Background: an optimization exercise with open tools, aiming at small area, a short achievable clock period and few clock cycles. Do not read the settings as production practice.
The RTL was checked by simulation tests, not by an equivalence proof against the original design.
Power figures rest on the tool's default switching activity, not on a simulated workload.

==> 08-07 <==
## fj_xu
module fj_xu (
    input  wire        clk,
    input  wire        rst,           
    input  wire        in_valid,
    output wire        in_ready,
    input  wire [31:0] in_insn,
    input  wire [31:0] in_va,
    input  wire [31:0] in_vb,
    output reg         out_valid,
    output reg         out_ill,       
    output reg         out_wr,        
    output reg  [31:0] out_value,     
    output wire [7:0]  out_flags      
);
Settings: LEC_CHECK=0, CAP_MARGIN=20, CORE_MARGIN=2, CORE_UTILIZATION=60, PLACE_DENSITY=0.68, SETUP_SLACK_MARGIN=1.0, SLEW_MARGIN=20; clock period 20.0 ns.
standard.sh (not shown) runs the stock make flow with config.mk's settings and CLKGATE_MAP_FILE= SYNTH_SCRIPT=/design/flow/synth_recipe.tcl, a recipe that flattens the netlist after the stock synthesis.
==> flow/flow/run.sh <==
#!/bin/bash
set -euo pipefail
bash standard.sh SETUP_SLACK_MARGIN=14.0 finish > flow_standard.log 2>&1
==> inputs of 12-10, as changes to 08-07 <==
==> flow/run.sh (new file) <==
#!/bin/bash
# synth_recipe.tcl (not shown) runs the flow's synth.tcl, then flattens the netlist and writes it again
# the make line also repeats each setting of config.mk as NAME=value (left out here)
make -C /OpenROAD-flow-scripts/flow DESIGN_CONFIG=/design/flow/config.mk WORK_HOME=/design/flow/orfs CLKGATE_MAP_FILE= SYNTH_SCRIPT=/design/flow/synth_recipe.tcl finish
removed: flow/flow/run.sh
removed: flow/standard.sh
==> notes <==
Sequential cell count is the same in 08-07 and 12-10. In sequential power, 12-10 and 08-07 hardly differ. Die area is the same in 08-07 and 12-10. Against 12-10, the via count of 08-07 is higher by 1.8%. In 12-10 the routed wire length is lower than in 08-07, by about 3%. In 12-10 the setup slack is lower than in 08-07, by 1500 ps. Between 08-07 and 12-10, the lower sequential share of layout area is in 08-07 (gap 0.56 points). Against 08-07, the critical path depth of 12-10 is higher by 4. Worst hold slack: 08-07 is worse than 12-10 (12 ps). Cell count: 08-07 is larger than 12-10 (1.1%).
Testbench counts of 08-07, summed over its fixed seeds: cycles 28,087.
Testbench counts of 12-10, summed over its fixed seeds: cycles 28,087.

==> cedar: inputs <==
fj_xu, a different RTL version from the one above (not shown whole).
==> flow/design.v (excerpt) <==
module fj_xu (
    input  wire        clk,
    input  wire        rst,           
    input  wire        in_valid,
    output wire        in_ready,
    input  wire [31:0] in_insn,
    input  wire [31:0] in_va,
    input  wire [31:0] in_vb,
    output reg         out_valid,
    output reg         out_ill,       
    output reg         out_wr,        
    output reg  [31:0] out_value,     
    output wire [7:0]  out_flags      
);
==> flow/config.mk <==
export PLATFORM = sky130hd
export DESIGN_NAME = fj_xu
export DESIGN_NICKNAME = fj_xu
export VERILOG_FILES = /design/flow/design.v
export SDC_FILE = /design/flow/constraint.sdc
export NUM_CORES = 4
export LEC_CHECK = 0
export CAP_MARGIN = 20
export CORE_MARGIN = 2
export CORE_UTILIZATION = 60
export PLACE_DENSITY = 0.68
export SETUP_SLACK_MARGIN = 1.0
export SLEW_MARGIN = 20
export SYNTH_HIERARCHICAL = 1
==> flow/constraint.sdc <==
create_clock -name core_clock -period 20.0 [get_ports {clk}]
set_input_delay 4.0000 -clock core_clock [delete_from_list [all_inputs] [get_ports {clk}]]
set_output_delay 4.0000 -clock core_clock [all_outputs]
set_load 0.01 [all_outputs]
run.sh (not shown) runs the stock make flow with config.mk's settings and CLKGATE_MAP_FILE= SYNTH_SCRIPT=/design/flow/synth_recipe.tcl, a recipe that flattens the netlist after the stock synthesis.
Stock flow here: none of the scripts above is used.
==> quartz (differences from cedar) <==
--- a/flow/design.v
+++ b/flow/design.v
@@ -21,23 +21,24 @@
     reg        rdy;
     assign in_ready = rdy;
     wire [5:0] in_op = in_insn[31:26];
     wire [5:0] in_fx = in_insn[10:5];
     wire [4:0] in_lit = in_insn[4:0];
     wire in_g1 = (in_op == 6'h01), in_g2 = (in_op == 6'h02), in_g3 = (in_op == 6'h03);
-    wire in_divlike = (in_g1 & (in_fx == 6'h12)) | (in_g2 & (in_fx == 6'h07));
     wire in_shl   = in_g1 & (in_fx == 6'h08);
     wire in_shlit = (in_g1 & (in_fx == 6'h0B)) | (in_g2 & (in_fx == 6'h05));
     wire in_itop  = in_g2 & (in_fx == 6'h08);
     wire in_shrv  = in_g1 & ((in_fx == 6'h09) | (in_fx == 6'h0A));
     wire in_shrl  = (in_g1 & ((in_fx == 6'h0C) | (in_fx == 6'h0D))) | (in_g2 & (in_fx == 6'h06));
     wire in_ptoi  = in_g2 & (in_fx == 6'h09);
     wire in_acc28 = in_g3 & ((in_fx == 6'h02) | (in_fx == 6'h03));
     wire in_bm1   = in_g2 & ((in_fx == 6'h02) | ((in_fx == 6'h03) & in_va[31]));
     wire pre_bm1, pre_bvb, pre_ma32, pre_pdiv, pre_divlike, pre_r_add, pre_r_and, pre_r_or, pre_r_xor, pre_r_andn, pre_r_min, pre_r_max, pre_r_slt, pre_r_ult, pre_r_eq, pre_r_hi, pre_r_vb, pre_r_sfc, pre_lgi, pre_negp, pre_k31, pre_k27, pre_k19, pre_sub, pre_immh, pre_imms;
     fj_pre u_pre (.insn(in_insn), .va31(in_va[31]), .pre_bm1(pre_bm1), .pre_bvb(pre_bvb), .pre_ma32(pre_ma32), .pre_pdiv(pre_pdiv), .pre_divlike(pre_divlike), .pre_r_add(pre_r_add), .pre_r_and(pre_r_and), .pre_r_or(pre_r_or), .pre_r_xor(pre_r_xor), .pre_r_andn(pre_r_andn), .pre_r_min(pre_r_min), .pre_r_max(pre_r_max), .pre_r_slt(pre_r_slt), .pre_r_ult(pre_r_ult), .pre_r_eq(pre_r_eq), .pre_r_hi(pre_r_hi), .pre_r_vb(pre_r_vb), .pre_r_sfc(pre_r_sfc), .pre_lgi(pre_lgi), .pre_negp(pre_negp), .pre_k31(pre_k31), .pre_k27(pre_k27), .pre_k19(pre_k19), .pre_sub(pre_sub), .pre_immh(pre_immh), .pre_imms(pre_imms));
+    wire in_divlike;
+    fj_divlike u_dl (.insn(in_insn), .y(in_divlike));
     wire [33:0] in_oh;
     fj_oh u_oh (.insn(in_insn), .vb(in_vb[4:0]), .va31(in_va[31]), .oh(in_oh));
     wire [31:0] in_absa, in_absb;
     fj_abs u_absa (.x(in_va), .y(in_absa));
     fj_abs u_absb (.x(in_vb), .y(in_absb));
     reg        i_v;
@@ -298,13 +299,13 @@
     fj_e2 u_e2 (.s(e_s), .c(e_c), .res(e_res), .satv(e_satv), .plo(e_plo), .phi(e_phi),
                   .pmul(e_pmul), .fsat(e_fsat | e_fsat0), .r2(r2), .t(p_t), .lo_ovf(lo_ovf),
                   .pm_ovf(pm_ovf));
     always @(posedge clk) begin
         if (rst)
             rdy <= 1'b1;
-        else if (in_valid & rdy & pre_divlike)
+        else if (in_valid & rdy & in_divlike)
             rdy <= 1'b0;
         else if (dv_start)
             rdy <= ~dv_stall;
         else if (dv_cnt == 5'd3)
             rdy <= 1'b1;
     end
@@ -679,12 +680,19 @@
     wire [31:0] lo_val = (fsat & lo_ovf) ? (P[63] ? I32_MIN : I32_MAX) : P[31:0];
     wire [31:0] al_val = satv ? (res[31] ? I32_MAX : I32_MIN) : res;
     assign r2 = ({32{plo}} & lo_val) | ({32{phi}} & P[63:32]) | ({32{pmul}} & pm_val) |
                 ({32{~(plo | phi | pmul)}} & al_val);
     assign t  = P[63:20];
 endmodule
+module fj_divlike (
+    input  wire [31:0] insn,
+    output wire        y
+);
+    assign y = ((insn[31:26] == 6'h01) & (insn[10:5] == 6'h12)) |
+               ((insn[31:26] == 6'h02) & (insn[10:5] == 6'h07));
+endmodule
 module fj_mul_tree (
     input  wire [32:0] a,       
     input  wire [33:0] b,       
     input  wire        negp,    
     input  wire [31:0] kv,      
     output wire [63:0] s,
==> flow/flow/run.sh (new file) <==
#!/bin/bash
set -euo pipefail
bash standard.sh "BUFFER_PORTS_ARGS=-buffer_cell sky130_fd_sc_hd__buf_4" \
    SETUP_SLACK_MARGIN=15.0 finish > flow_standard.log 2>&1
==> flow/standard.sh (new file) <==
#!/bin/bash
# synth_recipe.tcl (not shown) runs the flow's synth.tcl, then flattens the netlist and writes it again
# the make line also repeats each setting of config.mk as NAME=value (left out here)
make -C /OpenROAD-flow-scripts/flow DESIGN_CONFIG=/design/flow/config.mk WORK_HOME=/design/flow/orfs CLKGATE_MAP_FILE= SYNTH_SCRIPT=/design/flow/synth_recipe.tcl "${@:-finish}"
- CORE_UTILIZATION: 60 -> 68
- PLACE_DENSITY: 0.68 -> 0.76
removed: flow/run.sh
==> onyx (differences from cedar) <==
--- a/flow/design.v
+++ b/flow/design.v
@@ -21,23 +21,24 @@
     reg        rdy;
     assign in_ready = rdy;
     wire [5:0] in_op = in_insn[31:26];
     wire [5:0] in_fx = in_insn[10:5];
     wire [4:0] in_lit = in_insn[4:0];
     wire in_g1 = (in_op == 6'h01), in_g2 = (in_op == 6'h02), in_g3 = (in_op == 6'h03);
-    wire in_divlike = (in_g1 & (in_fx == 6'h12)) | (in_g2 & (in_fx == 6'h07));
     wire in_shl   = in_g1 & (in_fx == 6'h08);
     wire in_shlit = (in_g1 & (in_fx == 6'h0B)) | (in_g2 & (in_fx == 6'h05));
     wire in_itop  = in_g2 & (in_fx == 6'h08);
     wire in_shrv  = in_g1 & ((in_fx == 6'h09) | (in_fx == 6'h0A));
     wire in_shrl  = (in_g1 & ((in_fx == 6'h0C) | (in_fx == 6'h0D))) | (in_g2 & (in_fx == 6'h06));
     wire in_ptoi  = in_g2 & (in_fx == 6'h09);
     wire in_acc28 = in_g3 & ((in_fx == 6'h02) | (in_fx == 6'h03));
     wire in_bm1   = in_g2 & ((in_fx == 6'h02) | ((in_fx == 6'h03) & in_va[31]));
     wire pre_bm1, pre_bvb, pre_ma32, pre_pdiv, pre_divlike, pre_r_add, pre_r_and, pre_r_or, pre_r_xor, pre_r_andn, pre_r_min, pre_r_max, pre_r_slt, pre_r_ult, pre_r_eq, pre_r_hi, pre_r_vb, pre_r_sfc, pre_lgi, pre_negp, pre_k31, pre_k27, pre_k19, pre_sub, pre_immh, pre_imms;
     fj_pre u_pre (.insn(in_insn), .va31(in_va[31]), .pre_bm1(pre_bm1), .pre_bvb(pre_bvb), .pre_ma32(pre_ma32), .pre_pdiv(pre_pdiv), .pre_divlike(pre_divlike), .pre_r_add(pre_r_add), .pre_r_and(pre_r_and), .pre_r_or(pre_r_or), .pre_r_xor(pre_r_xor), .pre_r_andn(pre_r_andn), .pre_r_min(pre_r_min), .pre_r_max(pre_r_max), .pre_r_slt(pre_r_slt), .pre_r_ult(pre_r_ult), .pre_r_eq(pre_r_eq), .pre_r_hi(pre_r_hi), .pre_r_vb(pre_r_vb), .pre_r_sfc(pre_r_sfc), .pre_lgi(pre_lgi), .pre_negp(pre_negp), .pre_k31(pre_k31), .pre_k27(pre_k27), .pre_k19(pre_k19), .pre_sub(pre_sub), .pre_immh(pre_immh), .pre_imms(pre_imms));
+    wire in_divlike;
+    fj_divlike u_dl (.insn(in_insn), .y(in_divlike));
     wire [33:0] in_oh;
     fj_oh u_oh (.insn(in_insn), .vb(in_vb[4:0]), .va31(in_va[31]), .oh(in_oh));
     wire [31:0] in_absa, in_absb;
     fj_abs u_absa (.x(in_va), .y(in_absa));
     fj_abs u_absb (.x(in_vb), .y(in_absb));
     reg        i_v;
@@ -298,13 +299,13 @@
     fj_e2 u_e2 (.s(e_s), .c(e_c), .res(e_res), .satv(e_satv), .plo(e_plo), .phi(e_phi),
                   .pmul(e_pmul), .fsat(e_fsat | e_fsat0), .r2(r2), .t(p_t), .lo_ovf(lo_ovf),
                   .pm_ovf(pm_ovf));
     always @(posedge clk) begin
         if (rst)
             rdy <= 1'b1;
-        else if (in_valid & rdy & pre_divlike)
+        else if (in_valid & rdy & in_divlike)
             rdy <= 1'b0;
         else if (dv_start)
             rdy <= ~dv_stall;
         else if (dv_cnt == 5'd3)
             rdy <= 1'b1;
     end
@@ -679,12 +680,19 @@
     wire [31:0] lo_val = (fsat & lo_ovf) ? (P[63] ? I32_MIN : I32_MAX) : P[31:0];
     wire [31:0] al_val = satv ? (res[31] ? I32_MAX : I32_MIN) : res;
     assign r2 = ({32{plo}} & lo_val) | ({32{phi}} & P[63:32]) | ({32{pmul}} & pm_val) |
                 ({32{~(plo | phi | pmul)}} & al_val);
     assign t  = P[63:20];
 endmodule
+module fj_divlike (
+    input  wire [31:0] insn,
+    output wire        y
+);
+    assign y = ((insn[31:26] == 6'h01) & (insn[10:5] == 6'h12)) |
+               ((insn[31:26] == 6'h02) & (insn[10:5] == 6'h07));
+endmodule
 module fj_mul_tree (
     input  wire [32:0] a,       
     input  wire [33:0] b,       
     input  wire        negp,    
     input  wire [31:0] kv,      
     output wire [63:0] s,
==> flow/flow/run.sh (new file) <==
#!/bin/bash
set -euo pipefail
bash standard.sh "BUFFER_PORTS_ARGS=-buffer_cell sky130_fd_sc_hd__buf_4" \
    SETUP_SLACK_MARGIN=14.6 finish > flow_standard.log 2>&1
==> flow/standard.sh (new file) <==
#!/bin/bash
# synth_recipe.tcl (not shown) runs the flow's synth.tcl, then flattens the netlist and writes it again
# the make line also repeats each setting of config.mk as NAME=value (left out here)
make -C /OpenROAD-flow-scripts/flow DESIGN_CONFIG=/design/flow/config.mk WORK_HOME=/design/flow/orfs CLKGATE_MAP_FILE= SYNTH_SCRIPT=/design/flow/synth_recipe.tcl "${@:-finish}"
removed: flow/run.sh
==> comparison <==
- Core utilization: onyx is higher than cedar (1.8 points).
- cedar finished with timing, DRC and antenna clean. quartz never finished: it broke off in global routing on GRT-0232. onyx passed the timing, design-rule and antenna checks.
- Of cedar and onyx, onyx has the higher routed wire length (gap 3.5%, measured against onyx).
- In onyx the via count is larger than in cedar, by about 1.6%.
- Sequential share of layout area: cedar is higher than onyx (0.52 points).
- Against cedar, the non-clock buffer count of onyx is higher by 117.
- Sequential power is about the same in onyx and cedar.
- Combinational power: cedar is lower than onyx (about 8%).
- Power: onyx is larger than cedar (about 6%).
- In die area, onyx and cedar hardly differ.
- Final cell count: onyx is larger than cedar (about 1.2%).
Testbench counts of cedar, summed over its fixed seeds: cycles 27,742.
Testbench counts of quartz, summed over its fixed seeds: cycles 27,742.
Testbench counts of onyx, summed over its fixed seeds: cycles 27,742.

==> inputs of 02-14 <==
fj_xu, a different RTL version from the one above (not shown whole).
Design fj_xu, start of the top module:
module fj_xu (
    input  wire        clk,
    input  wire        rst,           
    input  wire        in_valid,
    output wire        in_ready,
    input  wire [31:0] in_insn,
    input  wire [31:0] in_va,
    input  wire [31:0] in_vb,
    output reg         out_valid,
    output reg         out_ill,       
    output reg         out_wr,        
    output reg  [31:0] out_value,     
    output wire [7:0]  out_flags      
);
make LEC_CHECK=0 CAP_MARGIN=20 CORE_MARGIN=2 CORE_UTILIZATION=60 PLACE_DENSITY=0.68 SETUP_SLACK_MARGIN=1.0 SLEW_MARGIN=20 SYNTH_HIERARCHICAL=1 finish   # period 20.0 ns
Stock flow here: none of the scripts above is used.
==> 09-24 (differences from 02-14) <==
--- a/flow/design.v
+++ b/flow/design.v
@@ -186,15 +186,21 @@
     wire x_lhi   = (op == 6'h0F);
     wire x_sfclr = (op == 6'h36);
     wire wr_op = g_int | g_pu | x_accrd | x_acclo | x_acchi | (op[5:3] == 3'b001);
     wire [31:0] alu;
     wire        ad_v;
-    fj_alu u_alu (.va(i_va), .vb(i_vb), .imm(imm), .sub(p_sub), .immh(p_immh), .imms(p_imms),
+    wire [33:0] r_init;
+    wire [31:0] xb;
+    wire [4:0]  dv_n;
+    wire        n_big, dv_stall, az, bz;
+    fj_e1x u_e1x (.va(i_va), .vb(i_vb), .imm(imm), .sub(p_sub), .immh(p_immh), .imms(p_imms),
                   .lgi(p_lgi), .r_add(r_add), .r_and(r_and), .r_or(r_or), .r_xor(r_xor),
                   .r_andn(r_andn), .r_min(r_min), .r_max(r_max), .r_slt(r_slt),
                   .r_ult(r_ult), .r_eq(r_eq), .r_hi(r_hi), .r_vb(r_vb), .r_sfc(r_sfc),
-                  .res(alu), .ovf(ad_v));
+                  .res(alu), .ovf(ad_v),
+                  .absa(i_absa), .absb(i_absb), .pdiv(p_pdiv), .r_init(r_init), .xb(xb),
+                  .n(dv_n), .big(n_big), .stall(dv_stall), .az(az), .bz(bz));
     wire        is_sat_add = x_adds | x_subs | x_padd | x_psub | x_paddi;
     wire [63:0] m_s, m_c;
     fj_mul u_mul (.va(i_va), .ma32(i_ma32), .vb(i_vb), .oh(i_oh), .bm1(p_bm1), .bvb(p_bvb),
                   .negp(p_negp), .k31(p_k31), .k27(p_k27), .k19(p_k19), .s(m_s), .c(m_c));
     wire dv_go = ok & (x_div | x_pdiv);
@@ -212,11 +218,10 @@
     reg         e_acc_zb;     
     reg         e_acc_set;    
     reg         e_accrd, e_acclo, e_acchi, e_sfrd, e_sfclr;
     reg  [3:0]  e_sel;        
     reg  [31:0] e_res;
-    reg  [15:0] e_hi;
     reg  [63:0] e_s, e_c;
     always @(posedge clk) begin
         e_v       <= i_v & ~dv_go & ~rst;
         e_ill     <= ill;
         e_wr      <= wr_op & ~d0 & ~ill;
@@ -237,31 +242,24 @@
         e_acchi   <= x_acchi & ~ill;
         e_sfrd    <= x_sfrd & ~ill;
         e_sfclr   <= x_sfclr & ~ill;
         e_sel     <= 4'd1 << lit[1:0];
         e_res     <= alu;
-        e_hi      <= x_accset ? i_va[15:0] : 16'd0;
         e_s       <= m_s;
         e_c       <= m_c;
     end
-    wire [33:0] r_init;
-    wire [31:0] xb;
-    wire [4:0]  dv_n;
-    wire        n_big, dv_stall, az, bz;
-    fj_dvsetup u_dvs (.absa(i_absa), .absb(i_absb), .pdiv(p_pdiv), .r_init(r_init), .xb(xb),
-                      .n(dv_n), .big(n_big), .stall(dv_stall), .az(az), .bz(bz));
     reg         dv_pend;      
     reg  [4:0]  dv_cnt;       
     reg  [33:0] dv_r;         
     reg  [31:0] dv_b;         
     reg  [32:0] dv_q;
     reg         dv_neg, dv_zero, dv_big, dv_pdiv, dv_wr, dv_apos, dv_aneg;
     wire [31:0] rem;
     wire [1:0]  dig;
     fj_dvstep u_dvt (.r(dv_r), .b(dv_b), .rem(rem), .dig(dig));
     wire dv_start = i_v & p_divlike;
-    wire dv_fin;
+    wire dv_inj;
     always @(posedge clk) begin
         if (rst) begin
             dv_pend <= 1'b0;
             dv_cnt  <= 5'd0;
         end else begin
@@ -269,11 +267,11 @@
                 dv_cnt <= dv_n;
             else if (dv_cnt != 5'd0)
                 dv_cnt <= dv_cnt - 5'd1;
             if (dv_go)
                 dv_pend <= 1'b1;
-            else if (dv_fin)
+            else if (dv_inj)
                 dv_pend <= 1'b0;
         end
     end
     always @(posedge clk) begin
         if (dv_start) begin
@@ -290,86 +288,90 @@
         end else if (dv_cnt != 5'd0) begin
             dv_r   <= {rem, 2'b00};
             dv_q   <= {dv_q[30:0], dig};
         end
     end
-    assign dv_fin = dv_pend & (dv_cnt == 5'd0);
-    wire [31:0] dv_res;
-    wire        dv_f0, dv_fm, dv_fo;
-    fj_dvfin u_dvf (.q(dv_q), .neg(dv_neg), .zero(dv_zero), .big(dv_big), .pdiv(dv_pdiv),
-                    .apos(dv_apos), .aneg(dv_aneg), .res(dv_res), .f0(dv_f0), .fm(dv_fm),
-                    .fo(dv_fo));
+    assign dv_inj = dv_pend & (dv_cnt[4:1] == 4'd0);
+    wire [32:0] q_fin = dv_cnt[0] ? {dv_q[30:0], dig} : dv_q;
+    wire [31:0] r2;
+    wire [43:0] p_t;
+    wire        lo_ovf, pm_ovf;
+    fj_e2 u_e2 (.s(e_s), .c(e_c), .res(e_res), .satv(e_satv), .plo(e_plo), .phi(e_phi),
+                  .pmul(e_pmul), .fsat(e_fsat | e_fsat0), .r2(r2), .t(p_t), .lo_ovf(lo_ovf),
+                  .pm_ovf(pm_ovf));
     always @(posedge clk) begin
         if (rst)
             rdy <= 1'b1;
         else if (in_valid & rdy & pre_divlike)
             rdy <= 1'b0;
         else if (dv_start)
             rdy <= ~dv_stall;
-        else if (dv_cnt == 5'd2)
+        else if (dv_cnt == 5'd3)
             rdy <= 1'b1;
     end
-    wire [31:0] r2;
-    wire [43:0] p_t;
-    wire        lo_ovf, pm_ovf;
-    fj_e2 u_e2 (.s(e_s), .c(e_c), .res(e_res), .satv(e_satv), .plo(e_plo), .phi(e_phi),
-                .pmul(e_pmul), .fsat(e_fsat | e_fsat0), .r2(r2), .t(p_t), .lo_ovf(lo_ovf),
-                .pm_ovf(pm_ovf));
     reg         f_v, f_ill, f_wr;
-    reg         f_f0, f_f1, f_f4, f_f6;
+    reg         f_div, f_q32, f_dneg, f_dzero, f_dbig, f_dpdiv, f_dapos, f_daneg;
+    reg         f_f0, f_f1, f_f6;
     reg         f_acc_add, f_acc_set, f_accrd, f_acclo, f_acchi, f_sfrd, f_sfclr;
     reg  [3:0]  f_sel;
     reg  [31:0] f_res;
-    reg  [15:0] f_hi;
     reg  [43:0] f_t;          
     always @(posedge clk) begin
-        if (dv_fin) begin
+        if (dv_inj) begin
             f_v       <= ~rst;
             f_ill     <= 1'b0;
             f_wr      <= dv_wr;
             f_f0      <= 1'b0;
-            f_f1      <= dv_fm;
-            f_f4      <= dv_f0;
-            f_f6      <= dv_fo;
+            f_f1      <= 1'b0;
+            f_f6      <= 1'b0;
             f_acc_add <= 1'b0;
             f_acc_set <= 1'b0;
             f_accrd   <= 1'b0;
             f_acclo   <= 1'b0;
             f_acchi   <= 1'b0;
             f_sfrd    <= 1'b0;
             f_sfclr   <= 1'b0;
-            f_res     <= dv_res;
+            f_res     <= q_fin[31:0];
         end else begin
             f_v       <= e_v & ~rst;
             f_ill     <= e_ill;
             f_wr      <= e_wr;
             f_f0      <= e_fadd | (e_fsat0 & lo_ovf);
             f_f1      <= (e_fsat & lo_ovf) | (e_pmul & pm_ovf);
-            f_f4      <= 1'b0;
             f_f6      <= e_fovf1 | (e_fovf & lo_ovf);
             f_acc_add <= e_acc_add;
             f_acc_set <= e_acc_set;
             f_accrd   <= e_accrd;
             f_acclo   <= e_acclo;
             f_acchi   <= e_acchi;
             f_sfrd    <= e_sfrd;
             f_sfclr   <= e_sfclr;
             f_res     <= r2;
         end
-        f_sel <= e_sel;
-        f_hi  <= e_hi;
-        f_t   <= p_t;
+        f_sel   <= e_sel;
+        f_t     <= p_t;
+        f_div   <= dv_inj;
+        f_q32   <= q_fin[32];
+        f_dneg  <= dv_neg;
+        f_dzero <= dv_zero;
+        f_dbig  <= dv_big;
+        f_dpdiv <= dv_pdiv;
+        f_dapos <= dv_apos;
+        f_daneg <= dv_aneg;
     end
     reg f_zb;
     always @(posedge clk) f_zb <= e_acc_zb;
     wire [7:0]  sf_cur = {1'b0, sf6, 1'b0, sf4, 1'b0, sf2, sf1, sf0};
     wire [47:0] acc_w0;
     wire [31:0] res3;
-    wire        a_ovf, r_ovf;
+    wire        a_ovf, r_ovf, df1, df4, df6;
     fj_e3 u_e3 (.acc0(acc0), .acc1(acc1), .acc2(acc2), .acc3(acc3), .sel(f_sel), .zb(f_zb),
-                .t(f_t), .res(f_res), .hi(f_hi), .set(f_acc_set), .accrd(f_accrd),
+                .t(f_t), .res(f_res), .set(f_acc_set), .accrd(f_accrd),
                 .acclo(f_acclo), .acchi(f_acchi), .sfrd(f_sfrd), .sf(sf_cur),
+                .div(f_div), .q32(f_q32), .dneg(f_dneg), .dzero(f_dzero), .dbig(f_dbig),
+                .dpdiv(f_dpdiv), .dapos(f_dapos), .daneg(f_daneg), .df1(df1), .df4(df4),
+                .df6(df6),
                 .acc_w(acc_w0), .a_ovf(a_ovf), .r_ovf(r_ovf), .res3(res3));
     wire f2 = (f_acc_add & a_ovf) | (f_accrd & r_ovf);
     wire [47:0] acc_w = acc_w0;
     wire        acc_we = f_v & (f_acc_add | f_acc_set);
     wire        clr = f_v & f_sfclr;
@@ -386,22 +388,22 @@
             if (acc_we & f_sel[1]) acc1 <= acc_w;
             if (acc_we & f_sel[2]) acc2 <= acc_w;
             if (acc_we & f_sel[3]) acc3 <= acc_w;
             if (f_v) begin
                 sf0 <= (sf0 & ~(clr & f_res[0])) | f_f0;
-                sf1 <= (sf1 & ~(clr & f_res[1])) | f_f1;
+                sf1 <= (sf1 & ~(clr & f_res[1])) | f_f1 | df1;
                 sf2 <= (sf2 & ~(clr & f_res[2])) | f2;
-                sf4 <= (sf4 & ~(clr & f_res[4])) | f_f4;
-                sf6 <= (sf6 & ~(clr & f_res[6])) | f_f6;
+                sf4 <= (sf4 & ~(clr & f_res[4])) | df4;
+                sf6 <= (sf6 & ~(clr & f_res[6])) | f_f6 | df6;
             end
         end
     end
     always @(posedge clk) begin
         out_ill   <= f_ill;
         out_wr    <= f_wr;
         out_value <= res3;
-        o_f0 <= f_f0; o_f1 <= f_f1; o_f2 <= f2; o_f4 <= f_f4; o_f6 <= f_f6;
+        o_f0 <= f_f0; o_f1 <= f_f1 | df1; o_f2 <= f2; o_f4 <= df4; o_f6 <= f_f6 | df6;
     end
 endmodule
 module fj_abs (
     input  wire [31:0] x,
     output wire [31:0] y
@@ -423,10 +425,11 @@
     wire shrv  = g1 & ((fx == 6'h09) | (fx == 6'h0A));
     wire shrl  = (g1 & ((fx == 6'h0C) | (fx == 6'h0D))) | (g2 & (fx == 6'h06));
     wire ptoi  = g2 & (fx == 6'h09);
     wire acc28 = g3 & ((fx == 6'h02) | (fx == 6'h03));
     wire b1    = g2 & (fx == 6'h03) & ~va31;
+    wire set32 = g3 & (fx == 6'h08);
     wire [31:0] dec_v = 32'd1 << vb;
     wire [31:0] dec_l = 32'd1 << insn[4:0];
     integer q;
     always @* begin
         for (q = 0; q < 34; q = q + 1) begin
@@ -435,47 +438,14 @@
             if (q <= 28) oh[q] = oh[q] | (itop & dec_l[28 - q]);
             if (q >= 1 && q <= 32) oh[q] = oh[q] | (shrv & dec_v[32 - q]) | (shrl & dec_l[32 - q]);
             if (q >= 4 && q <= 32) oh[q] = oh[q] | (ptoi & dec_l[q - 4]);
             if (q == 28) oh[q] = oh[q] | acc28;
             if (q == 0) oh[q] = oh[q] | b1;
+            if (q == 32) oh[q] = oh[q] | set32;
         end
     end
 endmodule
-module fj_alu (
-    input  wire [31:0] va,
-    input  wire [31:0] vb,
-    input  wire [15:0] imm,
-    input  wire        sub, immh, imms, lgi,
-    input  wire        r_add, r_and, r_or, r_xor, r_andn, r_min, r_max, r_slt, r_ult,
-    input  wire        r_eq, r_hi, r_vb, r_sfc,
-    output reg  [31:0] res,
-    output wire        ovf
-);
-    wire [31:0] simm = {{16{imm[15]}}, imm};
-    wire [31:0] zimm = {16'd0, imm};
-    wire [31:0] b0   = immh ? {imm, 16'd0} : imms ? simm : vb;
-    wire [31:0] b    = sub ? ~b0 : b0;
-    wire [32:0] s    = {1'b0, va} + {1'b0, b} + {32'd0, sub};
-    wire [31:0] r    = s[31:0];
-    assign      ovf  = (va[31] == b[31]) & (r[31] != va[31]);
-    wire        s_lt = r[31] ^ ovf;            
-    wire        u_lt = ~s[32];                 
-    wire [31:0] lb   = lgi ? zimm : vb;
-    always @* begin
-        res = ({32{r_add}} & r) |
-              ({32{r_and}} & (va & lb)) |
-              ({32{r_or}} & (va | lb)) |
-              ({32{r_xor}} & (va ^ lb)) |
-              ({32{r_andn}} & (va & ~vb)) |
-              ({32{r_min}} & (s_lt ? va : vb)) |
-              ({32{r_max}} & (s_lt ? vb : va)) |
-              ({32{r_hi}} & {imm, 16'd0}) |
-              ({32{r_vb}} & vb) |
-              ({32{r_sfc}} & {24'd0, imm[7:0]});
-        res[0] = res[0] | (r_slt & s_lt) | (r_ult & u_lt) | (r_eq & (va == vb));
-    end
-endmodule
 module fj_mul (
     input  wire [31:0] va,
     input  wire        ma32,
     input  wire [31:0] vb,
     input  wire [33:0] oh,
@@ -485,46 +455,10 @@
 );
     wire [33:0] mb = oh | {34{bm1}} | ({34{bvb}} & {{2{vb[31]}}, vb});
     wire [31:0] kv = {k31, 3'd0, k27, 7'd0, k19, {19{negp}}};
     fj_mul_tree u_tree (.a({ma32, va}), .b(mb), .negp(negp), .kv(kv), .s(s), .c(c));
 endmodule
-module fj_dvsetup (
-    input  wire [31:0] absa,
-    input  wire [31:0] absb,
-    input  wire        pdiv,
-    output wire [33:0] r_init,
-    output wire [31:0] xb,
-    output wire [4:0]  n,
-    output wire        big,
-    output wire        stall,       
-    output wire        az,
-    output wire        bz
-);
-    function [5:0] clz32;
-        input [31:0] x;
-        integer k;
-        begin
-            clz32 = 6'd32;
-            for (k = 0; k < 32; k = k + 1)
-                if (x[k]) clz32 = 6'd31 - k[5:0];
-        end
-    endfunction
-    wire [5:0]  clz_a = clz32(absa);
-    wire [5:0]  clz_b = clz32(absb);
-    assign      az    = (absa == 32'd0);
-    assign      bz    = (absb == 32'd0);
-    wire signed [7:0] nq = $signed({2'b0, clz_b}) - $signed({2'b0, clz_a}) + 8'sd1 +
-                           (pdiv ? 8'sd28 : 8'sd0);
-    wire        le0   = nq[7] | (nq == 8'sd0);
-    assign      big   = ~nq[7] & (nq > 8'sd33);
-    wire [31:0] xa    = absa << clz_a[4:0];
-    assign      xb    = absb << clz_b[4:0];
-    wire [5:0]  nc    = nq[5:0] + 6'd1;
-    assign      n     = (le0 | big) ? 5'd0 : nc[5:1];
-    assign      stall = ~nq[7] & (nq > 8'sd2) & (nq < 8'sd34);
-    assign      r_init = (clz_a[0] ^ clz_b[0]) ? {1'b0, xa, 1'b0} : {2'b0, xa};
-endmodule
 module fj_dvstep (
     input  wire [33:0] r,
     input  wire [31:0] b,
     output wire [31:0] rem,
     output wire [1:0]  dig
@@ -539,64 +473,20 @@
     wire ge2 = ~t2[35];
     wire ge3 = ~t3[35];
     assign rem = ge3 ? t3[31:0] : ge2 ? t2[31:0] : ge1 ? t1[31:0] : y[31:0];
     assign dig = ge3 ? 2'd3 : ge2 ? 2'd2 : ge1 ? 2'd1 : 2'd0;
 endmodule
-module fj_dvfin (
-    input  wire [32:0] q,
-    input  wire        neg, zero, big, pdiv, apos, aneg,
-    output reg  [31:0] res,
-    output reg         f0, fm, fo
-);
-    localparam [31:0] I32_MAX = 32'h7FFF_FFFF;
-    localparam [31:0] I32_MIN = 32'h8000_0000;
-    wire q_big = big | q[32] | (neg ? (q[31] & (q[30:0] != 31'd0)) : q[31]);
-    always @* begin
-        f0 = 1'b0; fm = 1'b0; fo = 1'b0;
-        if (zero) begin
-            res = apos ? I32_MAX : aneg ? I32_MIN : 32'd0;
-            f0  = 1'b1;
-        end else if (q_big) begin
-            res = neg ? I32_MIN : I32_MAX;
-            fm  = pdiv;
-            fo  = ~pdiv;
-        end else begin
-            res = neg ? -q[31:0] : q[31:0];
-        end
-    end
-endmodule
-module fj_e2 (
-    input  wire [63:0] s,
-    input  wire [63:0] c,
-    input  wire [31:0] res,
-    input  wire        satv, plo, phi, pmul, fsat,
-    output wire [31:0] r2,
-    output wire [43:0] t,
-    output wire        lo_ovf,
-    output wire        pm_ovf
-);
-    localparam [31:0] I32_MAX = 32'h7FFF_FFFF;
-    localparam [31:0] I32_MIN = 32'h8000_0000;
-    wire [63:0] P = s + c;
-    assign lo_ovf = ~((P[63:31] == 33'd0) | (P[63:31] == {33{1'b1}}));
-    assign pm_ovf = ~((P[63:59] == 5'd0) | (P[63:59] == 5'h1F));
-    wire [31:0] pm_val = pm_ovf ? (P[63] ? I32_MIN : I32_MAX) : P[59:28];
-    wire [31:0] lo_val = (fsat & lo_ovf) ? (P[63] ? I32_MIN : I32_MAX) : P[31:0];
-    wire [31:0] al_val = satv ? (res[31] ? I32_MAX : I32_MIN) : res;
-    assign r2 = ({32{plo}} & lo_val) | ({32{phi}} & P[63:32]) | ({32{pmul}} & pm_val) |
-                ({32{~(plo | phi | pmul)}} & al_val);
-    assign t  = P[63:20];
-endmodule
 module fj_e3 (
     input  wire [47:0] acc0, acc1, acc2, acc3,
     input  wire [3:0]  sel,
     input  wire        zb,
     input  wire [43:0] t,
     input  wire [31:0] res,
-    input  wire [15:0] hi,
     input  wire        set, accrd, acclo, acchi, sfrd,
     input  wire [7:0]  sf,
+    input  wire        div, q32, dneg, dzero, dbig, dpdiv, dapos, daneg,
+    output wire        df1, df4, df6,
     output wire [47:0] acc_w,
     output wire        a_ovf,
     output wire        r_ovf,
     output wire [31:0] res3
 );
@@ -608,20 +498,29 @@
                         ({48{sel[2]}} & acc2) | ({48{sel[3]}} & acc3);
     wire [47:0] base  = zb ? 48'd0 : acc_r;
     wire [48:0] asum  = {base[47], base} + {{5{t[43]}}, t};
     assign      a_ovf = asum[48] ^ asum[47];
     wire [47:0] a_new = a_ovf ? (asum[48] ? A48_MIN : A48_MAX) : asum[47:0];
-    assign      acc_w = set ? {hi, res} : a_new;
-    assign      r_ovf = ~((acc_r[47:39] == 9'h000) | (acc_r[47:39] == 9'h1FF)) |
-                        (~acc_r[47] & (&acc_r[38:7]));
+    assign      acc_w = set ? {t[27:12], res} : a_new;
+    wire        r_c   = &acc_r[38:7];
+    assign      r_ovf = r_c ? ~((acc_r[47:39] == 9'h1FF) | (acc_r[47:39] == 9'h1FE))
+                            : ~((acc_r[47:39] == 9'h000) | (acc_r[47:39] == 9'h1FF));
     wire [31:0] r_inc = acc_r[39:8] + {31'd0, acc_r[7]};
     wire [31:0] r_val = r_ovf ? (acc_r[47] ? I32_MIN : I32_MAX) : r_inc;
+    wire        q_big = dbig | q32 | (dneg ? (res[31] & (res[30:0] != 31'd0)) : res[31]);
+    wire [31:0] d_val = dzero ? (dapos ? I32_MAX : daneg ? I32_MIN : 32'd0) :
+                        q_big ? (dneg ? I32_MIN : I32_MAX) :
+                        dneg ? -res : res;
+    assign df4 = div & dzero;
+    assign df1 = div & ~dzero & q_big & dpdiv;
+    assign df6 = div & ~dzero & q_big & ~dpdiv;
     assign res3 = ({32{accrd}} & r_val) |
                   ({32{acclo}} & acc_r[31:0]) |
                   ({32{acchi}} & {{16{acc_r[47]}}, acc_r[47:32]}) |
                   ({32{sfrd}} & sf) |
-                  ({32{~(accrd | acclo | acchi | sfrd)}} & res);
+                  ({32{div}} & d_val) |
+                  ({32{~(accrd | acclo | acchi | sfrd | div)}} & res);
 endmodule
 module fj_pre (
     input  wire [31:0] insn,
     input  wire        va31,
     output wire pre_bm1,
@@ -662,11 +561,12 @@
     wire ptoi  = g2 & (fx == 6'h09);
     wire acc28 = g3 & ((fx == 6'h02) | (fx == 6'h03));
     wire divlike_w = (g1 & (fx == 6'h12)) | (g2 & (fx == 6'h07));
     assign pre_bm1 = g2 & ((fx == 6'h02) | ((fx == 6'h03) & va31));
     assign pre_bvb = ~(shl | shlit | itop | shrv | shrl | ptoi | acc28 |
-                     g2 & ((fx == 6'h02) | (fx == 6'h03)));
+                     g2 & ((fx == 6'h02) | (fx == 6'h03)) |
+                     g3 & ((fx == 6'h05) | (fx == 6'h08)));
     assign pre_ma32 = va31 & ~(g1 & ((fx == 6'h09) | (fx == 6'h0C)));
     assign pre_pdiv = g2 & (fx == 6'h07);
     assign pre_divlike = divlike_w;
     assign pre_r_add = (g1 & (fx[5:2] == 4'd0)) | (g2 & (fx[5:1] == 5'd0)) |
                    (op == 6'h09) | (op == 6'h0A);
@@ -691,10 +591,99 @@
                              (fx == 6'h15) | (fx == 6'h17) | (fx == 6'h18))) |
                    (g2 & (fx == 6'h01)) | (op == 6'h0B);
     assign pre_immh = (op == 6'h09);
     assign pre_imms = (op == 6'h0A) | (op == 6'h0B);
 endmodule
+module fj_e1x (
+    input  wire [31:0] va,
+    input  wire [31:0] vb,
+    input  wire [15:0] imm,
+    input  wire        sub, immh, imms, lgi,
+    input  wire        r_add, r_and, r_or, r_xor, r_andn, r_min, r_max, r_slt, r_ult,
+    input  wire        r_eq, r_hi, r_vb, r_sfc,
+    output reg  [31:0] res,
+    output wire        ovf,
+    input  wire [31:0] absa,
+    input  wire [31:0] absb,
+    input  wire        pdiv,
+    output wire [33:0] r_init,
+    output wire [31:0] xb,
+    output wire [4:0]  n,
+    output wire        big,
+    output wire        stall,       
+    output wire        az,
+    output wire        bz
+);
+    wire [31:0] simm = {{16{imm[15]}}, imm};
+    wire [31:0] zimm = {16'd0, imm};
+    wire [31:0] b0   = immh ? {imm, 16'd0} : imms ? simm : vb;
+    wire [31:0] b    = sub ? ~b0 : b0;
+    wire [32:0] s    = {1'b0, va} + {1'b0, b} + {32'd0, sub};
+    wire [31:0] r    = s[31:0];
+    assign      ovf  = (va[31] == b[31]) & (r[31] != va[31]);
+    wire        s_lt = r[31] ^ ovf;            
+    wire        u_lt = ~s[32];                 
+    wire [31:0] lb   = lgi ? zimm : vb;
+    always @* begin
+        res = ({32{r_add}} & r) |
+              ({32{r_and}} & (va & lb)) |
+              ({32{r_or}} & (va | lb)) |
+              ({32{r_xor}} & (va ^ lb)) |
+              ({32{r_andn}} & (va & ~vb)) |
+              ({32{r_min}} & (s_lt ? va : vb)) |
+              ({32{r_max}} & (s_lt ? vb : va)) |
+              ({32{r_hi}} & {imm, 16'd0}) |
+              ({32{r_vb}} & vb) |
+              ({32{r_sfc}} & {24'd0, imm[7:0]});
+        res[0] = res[0] | (r_slt & s_lt) | (r_ult & u_lt) | (r_eq & (va == vb));
+    end
+    function [5:0] clz32;
+        input [31:0] x;
+        integer k;
+        begin
+            clz32 = 6'd32;
+            for (k = 0; k < 32; k = k + 1)
+                if (x[k]) clz32 = 6'd31 - k[5:0];
+        end
+    endfunction
+    wire [5:0]  clz_a = clz32(absa);
+    wire [5:0]  clz_b = clz32(absb);
+    assign      az    = (absa == 32'd0);
+    assign      bz    = (absb == 32'd0);
+    wire signed [7:0] nq = $signed({2'b0, clz_b}) - $signed({2'b0, clz_a}) + 8'sd1 +
+                           (pdiv ? 8'sd28 : 8'sd0);
+    wire        le0   = nq[7] | (nq == 8'sd0);
+    assign      big   = ~nq[7] & (nq > 8'sd33);
+    wire [31:0] xa    = absa << clz_a[4:0];
+    assign      xb    = absb << clz_b[4:0];
+    wire [5:0]  nc    = nq[5:0] + 6'd1;
+    assign      n     = (le0 | big) ? 5'd0 : nc[5:1];
+    assign      stall = ~nq[7] & (nq > 8'sd4) & (nq < 8'sd34);
+    assign      r_init = (clz_a[0] ^ clz_b[0]) ? {1'b0, xa, 1'b0} : {2'b0, xa};
+endmodule
+module fj_e2 (
+    input  wire [63:0] s,
+    input  wire [63:0] c,
+    input  wire [31:0] res,
+    input  wire        satv, plo, phi, pmul, fsat,
+    output wire [31:0] r2,
+    output wire [43:0] t,
+    output wire        lo_ovf,
+    output wire        pm_ovf
+);
+    localparam [31:0] I32_MAX = 32'h7FFF_FFFF;
+    localparam [31:0] I32_MIN = 32'h8000_0000;
+    wire [63:0] P = s + c;
+    assign lo_ovf = ~((P[63:31] == 33'd0) | (P[63:31] == {33{1'b1}}));
+    assign pm_ovf = ~((P[63:59] == 5'd0) | (P[63:59] == 5'h1F));
+    wire [31:0] pm_val = pm_ovf ? (P[63] ? I32_MIN : I32_MAX) : P[59:28];
+    wire [31:0] lo_val = (fsat & lo_ovf) ? (P[63] ? I32_MIN : I32_MAX) : P[31:0];
+    wire [31:0] al_val = satv ? (res[31] ? I32_MAX : I32_MIN) : res;
+    assign r2 = ({32{plo}} & lo_val) | ({32{phi}} & P[63:32]) | ({32{pmul}} & pm_val) |
+                ({32{~(plo | phi | pmul)}} & al_val);
+    assign t  = P[63:20];
+endmodule
 module fj_mul_tree (
     input  wire [32:0] a,       
     input  wire [33:0] b,       
     input  wire        negp,    
     input  wire [31:0] kv,      
==> flow/flow/run.sh (new file) <==
#!/bin/bash
set -euo pipefail
bash standard.sh "BUFFER_PORTS_ARGS=-buffer_cell sky130_fd_sc_hd__buf_4" \
    SETUP_SLACK_MARGIN=14.6 finish > flow_standard.log 2>&1
==> flow/standard.sh (new file) <==
#!/bin/bash
# synth_recipe.tcl (not shown) runs the flow's synth.tcl, then flattens the netlist and writes it again
# the make line also repeats each setting of config.mk as NAME=value (left out here)
make -C /OpenROAD-flow-scripts/flow DESIGN_CONFIG=/design/flow/config.mk WORK_HOME=/design/flow/orfs CLKGATE_MAP_FILE= SYNTH_SCRIPT=/design/flow/synth_recipe.tcl "${@:-finish}"
removed: flow/run.sh
==> key figures <==
Critical path
  • Arrival @ worst endpoint: 6.96 ns

Cells and area
  • Filler Cells Inserted: 12.2k
  • Area added between synthesis and finish: 4.87%
  • Util after Layout: 63.5%

Power
  • Clock power frac: 13.4%
  • Logic pwr share: 68.2%

Placed design
  • Pre-CTS WS: 13.14 ns

Status
  • Run status: no timing/DRC/antenna violations

Floorplan
  • # Taps: 1890
# the run above: 02-14

==> key figures <==
Status
  • Run status: no timing/DRC/antenna violations

Cells and area
  • Filler Cells Inserted: 12.0k
  • Util after Layout: 65.0%

Power
  • Clock power frac: 13.6%
  • Logic pwr share: 68.3%
# the run above: 09-24

Testbench counts of 02-14, summed over its fixed seeds: cycles 28,099.
Testbench counts of 09-24, summed over its fixed seeds: cycles 27,742.

-- what the ideal ports hide --
The results above use ideal ports. As a check the final layouts listed here were re-extracted and re-timed, cells and wires unchanged.
Step 1: set_driving_cell puts a clkbuf_16 on clk and a buf_2 on each other input, an assumption about the parent block.
Step 2 times the ports against the registers' clock, not the clock port: input delays grow and output delays shrink by t, the midpoint of the rising clock arrivals with the driver on.
Three values: ideal ports, drivers, drivers and shift; two values: the first two.
| run | shift t [ns] | setup slack, ns | hold slack, ns | worst register clock-pin slew, ns |
|---|---|---|---|---|
| 08-07 | 0.803 | 13.939 / 13.939 / 13.296 | 0.306 / 0.306 / 0.306 | 0.07 / 0.07 |
| 12-10 | 0.809 | 12.416 / 12.416 / 12.416 | 0.318 / 0.318 / 0.318 | 0.07 / 0.07 |
| cedar | 0.808 | 12.980 / 13.050 / 12.241 | 0.294 / 0.294 / 0.294 | 0.08 / 0.08 |
| onyx | 0.807 | 14.569 / 14.535 / 13.873 | 0.289 / 0.289 / 0.289 | 0.07 / 0.07 |
| 02-14 | 0.812 | 13.607 / 13.607 / 13.038 | 0.326 / 0.326 / 0.326 | 0.08 / 0.08 |
| 09-24 | 0.812 | 14.536 / 14.609 / 13.797 | 0.326 / 0.326 / 0.326 | 0.07 / 0.07 |
After both steps setup and hold are still met in every run listed.
